Background: an optimization exercise with open tools, aiming at small area, a short achievable clock period and few clock cycles per item. Do not read the settings as production practice.
Where RTL was checked, it was by simulation tests only, not by an equivalence proof against the original.

==> run Z <==
Design sha256_lane, start of the top module:
module sha256_lane (
    input  wire         clk,
    input  wire         rst,
    input  wire         in_valid,
    output wire         in_ready,
    input  wire [31:0]  in_data,
    input  wire         in_last,
    input  wire [2:0]   in_nbytes,
    output wire         out_valid,
    output wire [255:0] out_digest
);
clock: 10.0 ns
lec_check: 0
abc_area: 1
cap_margin: 30
core_margin: 2
core_utilization: 30
place_density: 0.55
slew_margin: 40
standard.sh (not shown) runs the stock make flow with config.mk's settings and CLKGATE_MAP_FILE= SYNTH_SCRIPT=/design/flow/synth_recipe.tcl, a recipe that flattens the netlist after the stock synthesis.
==> flow/flow/run.sh <==
#!/bin/bash
# Standard ORFS layout with three changes to how it is built:
#  - ports are buffered with the smallest buffer (buf_1) rather than the one
#    buffer_ports picks by default;
#  - clock tree synthesis inserts no dummy load cells and builds the tree
#    from clkbuf_4 and clkbuf_8 cells;
#  - timing repair aims for 6.5 ns of setup slack (the clock and its
#    constraints are unchanged; this only makes repair work harder).
set -euo pipefail
export BUFFER_PORTS_ARGS="-buffer_cell sky130_fd_sc_hd__buf_1"
export CTS_ARGS="-sink_clustering_enable -repair_clock_nets -dont_use_dummy_load -buf_list {sky130_fd_sc_hd__clkbuf_4 sky130_fd_sc_hd__clkbuf_8}"
export SETUP_SLACK_MARGIN=6.5
bash standard.sh > standard.log 2>&1
==> inputs of run M, as changes to run Z <==
--- a/flow/design.v
+++ b/flow/design.v
@@ -73,40 +73,40 @@
     endfunction
     function [63:0] csa(input [31:0] x, input [31:0] y, input [31:0] z);
         csa = {x ^ y ^ z, ((x & y) | (x & z) | (y & z)) << 1};
     endfunction
     reg         run;       
     reg         idle;      
     reg  [5:0]  j;         
     reg  [1:0]  sc;        
-    reg  [6:0]  stc;       
+    reg  [8:0]  stc;       
     reg         inmsg;     
     reg         need80;    
     reg         lenok;     
     reg         lastblk;   
     reg         first;     
     reg         dv1, ov;   
     reg  [25:0] nblk;      
     reg  [5:0]  lenlo;     
     reg         bnd;       
     reg         fin;       
     reg         hadd;      
     reg         wrnd;      
     reg         sched;     
     reg         fh62, fh63, fh0;   
-    reg  [31:0] a, b, c, d, e, f, g, hh;
+    reg  [31:0] a, b, c, d, e, f, g;      
     reg  [31:0] p;                       
     reg  [31:0] wn;                      
     reg  [31:0] w [1:15];                
     reg  [31:0] xa, xe;                  
     reg  [31:0] ra0, ra1, ra2, ra3;      
     reg  [31:0] re0, re1, re2, re3;      
     wire fill     = (j[5:4] == 2'b00);           
-    wire slot     = idle ? (sc == 2'd3) : (stc == 7'd119);
+    wire slot     = idle ? (sc == 2'd3) : (stc == 9'd419);
     wire want     = run ? (fill & ~fin) : slot;
     wire rdy      = want & inmsg;
     wire take_in  = rdy & in_valid;
     wire take_pad = run & fill & ~inmsg;
     assign in_ready   = rdy;
     assign out_valid  = ov;
     assign out_digest = {ra0, ra1, ra2, ra3, re0, re1, re2, re3};
     wire        nbfull = in_nbytes[2];
@@ -161,19 +161,18 @@
     wire [31:0] ch  = (e & f) ^ (~e & g);
     wire [31:0] s0  = rotr(a, 2) ^ rotr(a, 13) ^ rotr(a, 22);
     wire [31:0] maj = (a & b) ^ (a & c) ^ (b & c);
     wire [63:0] ca1 = csa(p, ch, s1);
     wire [63:0] ca2 = csa(xa, maj, s0);
     wire [63:0] ca3 = csa(ca1[63:32], ca1[31:0], ca2[63:32]);
     wire [63:0] ca4 = csa(ca3[63:32], ca3[31:0], ca2[31:0]);
     wire [31:0] a_rnd = ca4[63:32] + ca4[31:0];
-    wire [63:0] ce1 = csa(p, xe, d);
-    wire [63:0] ce2 = csa(ce1[63:32], ce1[31:0], ch);
-    wire [63:0] ce3 = csa(ce2[63:32], ce2[31:0], s1);
+    wire [63:0] ce2 = csa(ca1[63:32], ca1[31:0], xe);
+    wire [63:0] ce3 = csa(ce2[63:32], ce2[31:0], d);
     wire [31:0] e_rnd = ce3[63:32] + ce3[31:0];
     wire [31:0] opA  = fh62 ? IV3 : fh63 ? IV2 : fh0 ? IV1 : ra3;
     wire [31:0] opE  = fh62 ? IV7 : fh63 ? IV6 : fh0 ? IV5 : re3;
     wire [31:0] addA = bkadd(opA, hadd ? a : 32'd0);
     wire [31:0] addE = bkadd(opE, hadd ? e : 32'd0);
     wire [31:0] ws0 = rotr(w[2], 7) ^ rotr(w[2], 18) ^ (w[2] >> 3);
     wire [31:0] ws1 = rotr(w[15], 17) ^ rotr(w[15], 19) ^ (w[15] >> 10);
     wire [63:0] wn_c1 = csa(ws1, w[10], ws0);
@@ -182,29 +181,30 @@
     integer i;
     always @(posedge clk) begin
         for (i = 1; i < 15; i = i + 1)
             w[i] <= w[i + 1];
         w[15] <= w15_n;
         xa    <= (run_n & j_last) ? (first ? IV0 : ra1) : wrnd_n ? w15_n : 32'd0;
         xe    <= (run_n & j_last) ? (first ? IV4 : re1) : wrnd_n ? w15_n : 32'd0;
         wn    <= bkadd(wn_cs[63:32], wn_cs[31:0]);
-        p     <= bkadd(p_cs[63:32], p_cs[31:0]);
+        if (run | idle)
+            p <= bkadd(p_cs[63:32], p_cs[31:0]);
         if (idle) begin
-            {a, b, c, d, e, f, g, hh} <= {iva, a, b, c, ive, e, f, g};
+            {a, b, c, d, e, f, g} <= {iva, a, b, c, ive, e, f};
         end else if (!run) begin
-            {a, b, c, d, e, f, g, hh} <= {hh, a, b, c, d, e, f, g};
+            {a, b, c, d, e, f, g} <= {g, a, b, c, d, e, f};
         end else if (bnd) begin
-            {a, b, c, d, e, f, g, hh} <= {a_rnd, addA, ra0, ra1, e_rnd, addE, re0, re1};
+            {a, b, c, d, e, f, g} <= {a_rnd, addA, ra0, ra1, e_rnd, addE, re0};
         end else begin
-            {a, b, c, d, e, f, g, hh} <= {a_rnd, a, b, c, e_rnd, e, f, g};
+            {a, b, c, d, e, f, g} <= {a_rnd, a, b, c, e_rnd, e, f};
         end
         ra0 <= addA;  ra1 <= ra0;  ra2 <= ra1;  ra3 <= bnd ? a_rnd : ra2;
         re0 <= addE;  re1 <= re0;  re2 <= re1;  re3 <= bnd ? e_rnd : re2;
-        stc   <= (run | stc == 7'd119) ? 7'd0 : stc + 7'd1;
+        stc   <= (run | stc == 9'd419) ? 9'd0 : stc + 9'd1;
         run   <= run_n;
         idle  <= idle_n;
         j     <= j_n;
         bnd   <= run_n & j_last;
         hadd  <= run_n & (j_last | j_n == 6'd62 | j_n == 6'd63);
         wrnd  <= wrnd_n;
         sched <= run_n & (j_n[5:4] != 2'b00);
         fh62  <= run_n & first & (j_n == 6'd62);
==> flow/flow/run.sh (replaced) <==
#!/bin/bash
# Standard ORFS layout with two changes to how it is built:
#  - ports are buffered with the smallest buffer (buf_1) rather than the one
#    buffer_ports picks by default;
#  - clock tree synthesis inserts no dummy load cells and builds the tree
#    from clkbuf_4 and clkbuf_8 cells.
set -euo pipefail
export BUFFER_PORTS_ARGS="-buffer_cell sky130_fd_sc_hd__buf_1"
export CTS_ARGS="-sink_clustering_enable -repair_clock_nets -dont_use_dummy_load -buf_list {sky130_fd_sc_hd__clkbuf_4 sky130_fd_sc_hd__clkbuf_8}"
bash standard.sh > standard.log 2>&1
Settings changed: SETUP_SLACK_MARGIN from default to 5.
==> notes <==
In run M the sequential share of layout area is higher than in run Z, by 6.0 points. Of run Z and run M, run Z has the higher wire length (gap 17%, measured against run M). Of run M and run Z, run Z has the higher register-to-register slack (gap 0.27 ns). Against run M, the first-iteration DRC count of run Z is higher by 11%. Of run M and run Z, run Z has the higher cell area (gap 19%, measured against run Z).
==> figures <==
quantity                                                                      run Z           run M
Relative area of non-clock buffer cells in the final design                   10.2%           2.62%
FP Rows                                                                         158             155
Core Util, Final                                                              40.4%           34.1%
Number of non-clock buffers                                                     875             352
Flip-flop and latch area                                                 0.0253 mm2      0.0242 mm2
Number of well taps                                                            2480            2355
Post-CTS resize count                                                          1688              96
Signed area change from the synthesized netlist to the final layout           34.1%           12.7%
Post-layout minimum cycle time                                              4.67 ns         4.94 ns
Wire length of the first global-routing pass                                 353 mm          308 mm
Outcome                                                              finished clean  finished clean
Placement Cell Area                                                      0.0603 mm2      0.0574 mm2
Net count, final                                                               7774            6882
Final instance area                                                      0.0747 mm2      0.0608 mm2
Reg-to-reg slack, setup                                                     5.33 ns         5.06 ns
No functional check of the RTL was part of any run of this note.


==> branch pepper <==
==> flow/design.v <==
module sha256_lane (
    input  wire         clk,
    input  wire         rst,
    input  wire         in_valid,
    output wire         in_ready,
    input  wire [31:0]  in_data,
    input  wire         in_last,
    input  wire [2:0]   in_nbytes,
    output wire         out_valid,
    output wire [255:0] out_digest
);
    localparam [31:0] IV0 = 32'h6a09e667, IV1 = 32'hbb67ae85,
                      IV2 = 32'h3c6ef372, IV3 = 32'ha54ff53a,
                      IV4 = 32'h510e527f, IV5 = 32'h9b05688c,
                      IV6 = 32'h1f83d9ab, IV7 = 32'h5be0cd19;
    function [31:0] rotr(input [31:0] x, input integer n);
        rotr = (x >> n) | (x << (32 - n));
    endfunction
    function [31:0] bkadd(input [31:0] u, input [31:0] v);
        reg [31:0] gg, pp;
        integer k, l;
        begin
            gg = u & v;
            pp = u ^ v;
            for (l = 1; l < 32; l = l * 2)
                for (k = 2 * l - 1; k < 32; k = k + 2 * l) begin
                    gg[k] = gg[k] | (pp[k] & gg[k - l]);
                    pp[k] = pp[k] & pp[k - l];
                end
            for (l = 8; l >= 1; l = l / 2)
                for (k = 3 * l - 1; k < 32; k = k + 2 * l) begin
                    gg[k] = gg[k] | (pp[k] & gg[k - l]);
                    pp[k] = pp[k] & pp[k - l];
                end
            bkadd = u ^ v ^ {gg[30:0], 1'b0};
        end
    endfunction
    function [63:0] csa(input [31:0] x, input [31:0] y, input [31:0] z);
        csa = {x ^ y ^ z, ((x & y) | (x & z) | (y & z)) << 1};
    endfunction
    reg         run;       
    reg         idle;      
    reg  [5:0]  j;         
    reg  [1:0]  sc;        
    reg  [8:0]  stc;       
    reg         inmsg;     
    reg         need80;    
    reg         lenok;     
    reg         lastblk;   
    reg         first;     
    reg         dv1, ov;   
    reg  [25:0] nblk;      
    reg  [5:0]  lenlo;     
    reg         bnd;       
    reg         fin;       
    reg         hadd;      
    reg         wrnd;      
    reg         sched;     
    reg         fh62, fh63, fh0;   
    reg         h64;       
    reg  [31:0] a, b, c, d, e, f, g;      
    reg  [31:0] p;                       
    reg  [31:0] wn;                      
    reg  [31:0] w [1:15];                
    reg  [31:0] xa, xe;                  
    reg  [31:0] ra0, ra1, ra2, ra3;      
    reg  [31:0] re0, re1, re2, re3;      
    reg  [31:0] kt;
    always @(*) begin
            case (j)
                6'd0: kt = 32'h428a2f98; 6'd1: kt = 32'h71374491;
                6'd2: kt = 32'hb5c0fbcf; 6'd3: kt = 32'he9b5dba5;
                6'd4: kt = 32'h3956c25b; 6'd5: kt = 32'h59f111f1;
                6'd6: kt = 32'h923f82a4; 6'd7: kt = 32'hab1c5ed5;
                6'd8: kt = 32'hd807aa98; 6'd9: kt = 32'h12835b01;
                6'd10: kt = 32'h243185be; 6'd11: kt = 32'h550c7dc3;
                6'd12: kt = 32'h72be5d74; 6'd13: kt = 32'h80deb1fe;
                6'd14: kt = 32'h9bdc06a7; 6'd15: kt = 32'hc19bf174;
                6'd16: kt = 32'he49b69c1; 6'd17: kt = 32'hefbe4786;
                6'd18: kt = 32'h0fc19dc6; 6'd19: kt = 32'h240ca1cc;
                6'd20: kt = 32'h2de92c6f; 6'd21: kt = 32'h4a7484aa;
                6'd22: kt = 32'h5cb0a9dc; 6'd23: kt = 32'h76f988da;
                6'd24: kt = 32'h983e5152; 6'd25: kt = 32'ha831c66d;
                6'd26: kt = 32'hb00327c8; 6'd27: kt = 32'hbf597fc7;
                6'd28: kt = 32'hc6e00bf3; 6'd29: kt = 32'hd5a79147;
                6'd30: kt = 32'h06ca6351; 6'd31: kt = 32'h14292967;
                6'd32: kt = 32'h27b70a85; 6'd33: kt = 32'h2e1b2138;
                6'd34: kt = 32'h4d2c6dfc; 6'd35: kt = 32'h53380d13;
                6'd36: kt = 32'h650a7354; 6'd37: kt = 32'h766a0abb;
                6'd38: kt = 32'h81c2c92e; 6'd39: kt = 32'h92722c85;
                6'd40: kt = 32'ha2bfe8a1; 6'd41: kt = 32'ha81a664b;
                6'd42: kt = 32'hc24b8b70; 6'd43: kt = 32'hc76c51a3;
                6'd44: kt = 32'hd192e819; 6'd45: kt = 32'hd6990624;
                6'd46: kt = 32'hf40e3585; 6'd47: kt = 32'h106aa070;
                6'd48: kt = 32'h19a4c116; 6'd49: kt = 32'h1e376c08;
                6'd50: kt = 32'h2748774c; 6'd51: kt = 32'h34b0bcb5;
                6'd52: kt = 32'h391c0cb3; 6'd53: kt = 32'h4ed8aa4a;
                6'd54: kt = 32'h5b9cca4f; 6'd55: kt = 32'h682e6ff3;
                6'd56: kt = 32'h748f82ee; 6'd57: kt = 32'h78a5636f;
                6'd58: kt = 32'h84c87814; 6'd59: kt = 32'h8cc70208;
                6'd60: kt = 32'h90befffa; 6'd61: kt = 32'ha4506ceb;
                6'd62: kt = 32'hbef9a3f7; default: kt = 32'hc67178f2;
            endcase
    end
    wire fill     = (j[5:4] == 2'b00);           
    wire slot     = idle ? (sc == 2'd3) : (stc == 9'd419);
    wire want     = run ? (fill & ~fin) : slot;
    wire rdy      = want & inmsg;
    wire take_in  = rdy & in_valid;
    wire take_pad = run & fill & ~inmsg;
    assign in_ready   = rdy;
    assign out_valid  = ov;
    assign out_digest = {ra0, ra1, ra2, ra3, re0, re1, re2, re3};
    wire        nbfull = in_nbytes[2];
    reg  [31:0] lastw;
    always @(*) begin
        case (in_nbytes[1:0])
            2'd0:    lastw = 32'h80000000;
            2'd1:    lastw = {in_data[31:24], 24'h800000};
            2'd2:    lastw = {in_data[31:16], 16'h8000};
            default: lastw = {in_data[31:8], 8'h80};
        endcase
    end
    wire [31:0] inw    = (in_last & ~nbfull) ? lastw : in_data;
    wire [34:0] bitlen = {nblk, lenlo, 3'd0};
    wire [31:0] padw   = need80                      ? 32'h80000000 :
                         (lenok && j[3:0] == 4'd14)  ? {29'd0, bitlen[34:32]} :
                         (lenok && j[3:0] == 4'd15)  ? bitlen[31:0]  : 32'd0;
    wire [31:0] wordin = inmsg ? inw : padw;
    reg        run_n, idle_n;
    reg  [5:0] j_n;
    always @(*) begin
        run_n  = run;
        idle_n = idle;
        j_n    = j;
        if (run) begin
            if (fin) begin
                run_n  = 1'b0;           
                idle_n = 1'b1;
            end else if (fill & inmsg & ~in_valid) begin
                run_n  = 1'b0;           
            end else begin
                j_n = j + 6'd1;
            end
        end else if (take_in) begin
            run_n  = 1'b1;
            idle_n = 1'b0;
            j_n    = j + 6'd1;
        end
        if (rst) begin
            run_n  = 1'b0;
            idle_n = 1'b1;
            j_n    = 6'd0;
        end
    end
    wire j_last = (j_n == 6'd0);
    wire wrnd_n = run_n & (j_n != 6'd0) & (j_n <= 6'd16);
    wire [31:0] w15_n = (take_in | take_pad) ? wordin : sched ? wn : w[1];
    wire [31:0] iva = (sc == 2'd0) ? IV3 : (sc == 2'd1) ? IV2 : (sc == 2'd2) ? IV1 : IV0;
    wire [31:0] ive = (sc == 2'd0) ? IV7 : (sc == 2'd1) ? IV6 : (sc == 2'd2) ? IV5 : IV4;
    wire [31:0] gop = bnd ? re1 : g;
    wire [31:0] s1  = rotr(e, 6) ^ rotr(e, 11) ^ rotr(e, 25);
    wire [31:0] ch  = (e & f) ^ (~e & g);
    wire [31:0] s0  = rotr(a, 2) ^ rotr(a, 13) ^ rotr(a, 22);
    wire [31:0] maj = (a & b) ^ (a & c) ^ (b & c);
    wire [63:0] ca1 = csa(p, ch, s1);
    wire [63:0] ca2 = csa(xa, maj, s0);
    wire [63:0] ca3 = csa(ca1[63:32], ca1[31:0], ca2[63:32]);
    wire [63:0] ca4 = csa(ca3[63:32], ca3[31:0], ca2[31:0]);
    wire [31:0] a_rnd = ca4[63:32] + ca4[31:0];
    wire [63:0] ce2 = csa(ca1[63:32], ca1[31:0], xe);
    wire [63:0] ce3 = csa(ce2[63:32], ce2[31:0], d);
    wire [31:0] e_rnd = ce3[63:32] + ce3[31:0];
    wire [31:0] opA  = fh62 ? IV3 : fh63 ? IV2 : fh0 ? IV1 : h64 ? 32'd0 : ra3;
    wire [31:0] opE  = fh62 ? IV7 : fh63 ? IV6 : fh0 ? IV5 : h64 ? 32'd0 : re3;
    wire [31:0] addA = bkadd(opA, (hadd | h64) ? a : 32'd0);
    wire [31:0] addE = bkadd(opE, (hadd | h64) ? e : 32'd0);
    wire [31:0] ws0 = rotr(w[2], 7) ^ rotr(w[2], 18) ^ (w[2] >> 3);
    wire [31:0] ws1 = rotr(w[15], 17) ^ rotr(w[15], 19) ^ (w[15] >> 10);
    wire [63:0] wn_c1 = csa(ws1, w[10], ws0);
    wire [63:0] wn_cs = csa(wn_c1[63:32], wn_c1[31:0], w[1]);
    wire [63:0] p_cs  = csa(gop, kt, fill ? 32'd0 : wn);
    integer i;
    always @(posedge clk) begin
        for (i = 1; i < 15; i = i + 1)
            w[i] <= w[i + 1];
        w[15] <= w15_n;
        xa    <= (run_n & j_last) ? (first ? IV0 : ra1) : wrnd_n ? w15_n : 32'd0;
        xe    <= (run_n & j_last) ? (first ? IV4 : re1) : wrnd_n ? w15_n : 32'd0;
        wn    <= bkadd(wn_cs[63:32], wn_cs[31:0]);
        if (run | idle)
            p <= bkadd(p_cs[63:32], p_cs[31:0]);
        if (idle) begin
            {a, b, c, d, e, f, g} <= {iva, a, b, c, ive, e, f};
        end else if (!run) begin
            {a, b, c, d, e, f, g} <= {g, a, b, c, d, e, f};
        end else if (bnd) begin
            {a, b, c, d, e, f, g} <= {a_rnd, addA, ra0, ra1, e_rnd, addE, re0};
        end else begin
            {a, b, c, d, e, f, g} <= {a_rnd, a, b, c, e_rnd, e, f};
        end
        ra0 <= addA;  ra1 <= ra0;  ra2 <= ra1;  ra3 <= ra2;
        re0 <= addE;  re1 <= re0;  re2 <= re1;  re3 <= re2;
        h64   <= bnd;
        stc   <= (run | stc == 9'd419) ? 9'd0 : stc + 9'd1;
        run   <= run_n;
        idle  <= idle_n;
        j     <= j_n;
        bnd   <= run_n & j_last;
        hadd  <= run_n & (j_last | j_n == 6'd62 | j_n == 6'd63);
        wrnd  <= wrnd_n;
        sched <= run_n & (j_n[5:4] != 2'b00);
        fh62  <= run_n & first & (j_n == 6'd62);
        fh63  <= run_n & first & (j_n == 6'd63);
        fh0   <= run_n & first & j_last;
        if (rst) begin
            sc      <= 2'd0;
            inmsg   <= 1'b1;
            need80  <= 1'b0;
            lenok   <= 1'b0;
            lastblk <= 1'b0;
            first   <= 1'b1;
            dv1     <= 1'b0;
            ov      <= 1'b0;
            fin     <= 1'b0;
            nblk    <= 26'd0;
        end else begin
            sc  <= sc + 2'd1;
            fin <= run_n & j_last & lastblk;
            dv1 <= fin;
            ov  <= dv1;
            if (take_in) begin
                if (j[3:0] == 4'd15 && !(in_last && !nbfull))
                    nblk <= nblk + 26'd1;
                if (in_last) begin
                    lenlo  <= nbfull ? {j[3:0] + 4'd1, 2'b00} : {j[3:0], in_nbytes[1:0]};
                    inmsg  <= 1'b0;
                    need80 <= nbfull;
                    lenok  <= ~nbfull && (j[3:0] <= 4'd13);
                end
            end
            if (take_pad) begin
                if (need80) begin
                    need80 <= 1'b0;
                    lenok  <= (j[3:0] <= 4'd13);
                end else if (j[3:0] == 4'd0) begin
                    lenok  <= 1'b1;
                end
                if (j[3:0] == 4'd15 && lenok) begin
                    lastblk <= 1'b1;
                    lenok   <= 1'b0;
                    inmsg   <= 1'b1;
                    nblk    <= 26'd0;
                end
            end
            if (bnd) begin
                first   <= lastblk;
                lastblk <= 1'b0;
            end
        end
    end
endmodule
==> flow/flow/run.sh <==
#!/bin/bash
# Standard ORFS layout with two changes to how it is built:
#  - ports are buffered with the smallest buffer (buf_1) rather than the one
#    buffer_ports picks by default;
#  - clock tree synthesis inserts no dummy load cells and builds the tree
#    from clkbuf_8 cells, each leaf buffer driving up to 14 flip-flops.
set -euo pipefail
export BUFFER_PORTS_ARGS="-buffer_cell sky130_fd_sc_hd__buf_1"
export CTS_ARGS="-sink_clustering_enable -repair_clock_nets -dont_use_dummy_load -buf_list {sky130_fd_sc_hd__clkbuf_8} -sink_clustering_size 14 -sink_clustering_max_diameter 80"
bash standard.sh > standard.log 2>&1
==> flow/standard.sh <==
#!/bin/bash
# synth_recipe.tcl (not shown) runs the flow's synth.tcl, then flattens the netlist and writes it again
# the make line also repeats each setting of config.mk as NAME=value (left out here)
make -C /OpenROAD-flow-scripts/flow DESIGN_CONFIG=/design/flow/config.mk WORK_HOME=/design/flow/orfs CLKGATE_MAP_FILE= SYNTH_SCRIPT=/design/flow/synth_recipe.tcl "${@:-finish}"
==> flow/config.mk <==
export PLATFORM = sky130hd
export DESIGN_NAME = sha256_lane
export DESIGN_NICKNAME = sha256_lane
export VERILOG_FILES = /design/flow/design.v
export SDC_FILE = /design/flow/constraint.sdc
export NUM_CORES = 4
export LEC_CHECK = 0
export ABC_AREA = 1
export CAP_MARGIN = 30
export CORE_MARGIN = 2
export CORE_UTILIZATION = 30
export PLACE_DENSITY = 0.55
export SETUP_SLACK_MARGIN = 5
export SLEW_MARGIN = 40
==> flow/constraint.sdc <==
create_clock -name core_clock -period 10.0 [get_ports {clk}]
set_input_delay 2.0000 -clock core_clock [delete_from_list [all_inputs] [get_ports {clk}]]
set_output_delay 2.0000 -clock core_clock [all_outputs]
set_load 0.01 [all_outputs]
==> branch fjord (differences from branch pepper) <==
--- a/flow/flow/run.sh
+++ b/flow/flow/run.sh
@@ -1,3 +1,6 @@
 #!/bin/bash
-# Standard ORFS layout with two changes to how it is built:
+# Standard ORFS layout with three changes to how it is built:
+#  - synthesis maps adders with ABC like the rest of the logic instead of
+#    extracting full and half adder cells (ADDER_MAP_FILE empty); the
+#    registers are the standard synthesis's;
 #  - ports are buffered with the smallest buffer (buf_1) rather than the one
@@ -7,2 +10,3 @@
 set -euo pipefail
+export ADDER_MAP_FILE=
 export BUFFER_PORTS_ARGS="-buffer_cell sky130_fd_sc_hd__buf_1"
CORE_UTILIZATION = 45   (was 30)
PLACE_DENSITY = 0.65   (was 0.55)
==> branch sierra (differences from branch pepper) <==
==> flow/flow/run.sh (replaced) <==
#!/bin/bash
# Standard ORFS layout with two changes to how it is built:
#  - ports are buffered with the smallest buffer (buf_1) rather than the one
#    buffer_ports picks by default;
#  - clock tree synthesis inserts no dummy load cells and builds the tree
#    from clkbuf_4 and clkbuf_8 cells.
set -euo pipefail
export BUFFER_PORTS_ARGS="-buffer_cell sky130_fd_sc_hd__buf_1"
export CTS_ARGS="-sink_clustering_enable -repair_clock_nets -dont_use_dummy_load -buf_list {sky130_fd_sc_hd__clkbuf_4 sky130_fd_sc_hd__clkbuf_8}"
bash standard.sh > standard.log 2>&1
CORE_UTILIZATION = 45   (was 30)
PLACE_DENSITY = 0.65   (was 0.55)
==> branch raven (differences from branch pepper) <==
CORE_UTILIZATION = 45   (was 30)
PLACE_DENSITY = 0.65   (was 0.55)
==> notes <==
Final cell count: branch fjord > branch pepper > branch sierra > branch raven.
In branch raven the via count is higher than in branch pepper, by about 1%.
The lowest count of clock-buffer cells in the layout belongs to branch raven, the highest to branch sierra.
Testbench counts of branch pepper, summed over its fixed seeds: cycles 1,485,080, bytes 1,481,700.
Testbench counts of branch fjord, summed over its fixed seeds: cycles 1,485,080, bytes 1,481,700.
Testbench counts of branch sierra, summed over its fixed seeds: cycles 1,485,080, bytes 1,481,700.
Testbench counts of branch raven, summed over its fixed seeds: cycles 1,485,080, bytes 1,481,700.

[afterwards: timing with drivers on the ports]
No port has a modelled driver above. Below, the same layouts with a new extraction and two added sets of constraints. Step 1: set_driving_cell puts a clkbuf_16 on clk and a buf_2 on each other input, an assumption about the parent block. Step 2 moves the port delays by t, midway between the first and last clock arrival at a register: inputs arrive t later, outputs are due t later. That takes back most of the time a late clock gives input paths. Slacks: no drivers / after step 1 / after step 2; pairs: no drivers / after step 1.
run	t (ns)	slack for setup (ns)	worst register clock-pin slew, ns
run Z	1.026	5.326 / 5.326 / 5.326	0.07 / 0.07
run M	0.994	5.056 / 5.056 / 4.345	0.07 / 0.07
branch pepper	0.927	5.045 / 5.045 / 4.347	0.11 / 0.11
branch fjord	0.899	5.164 / 5.084 / 4.455	0.11 / 0.11
branch sierra	0.957	5.077 / 5.077 / 4.244	0.07 / 0.07
branch raven	0.823	5.036 / 5.036 / 4.355	0.12 / 0.12
After both steps every run listed still meets setup and hold. For branch sierra, which loses most, drivers alone change the setup slack by 0.000 ns; drivers and shift together by -0.833 ns.
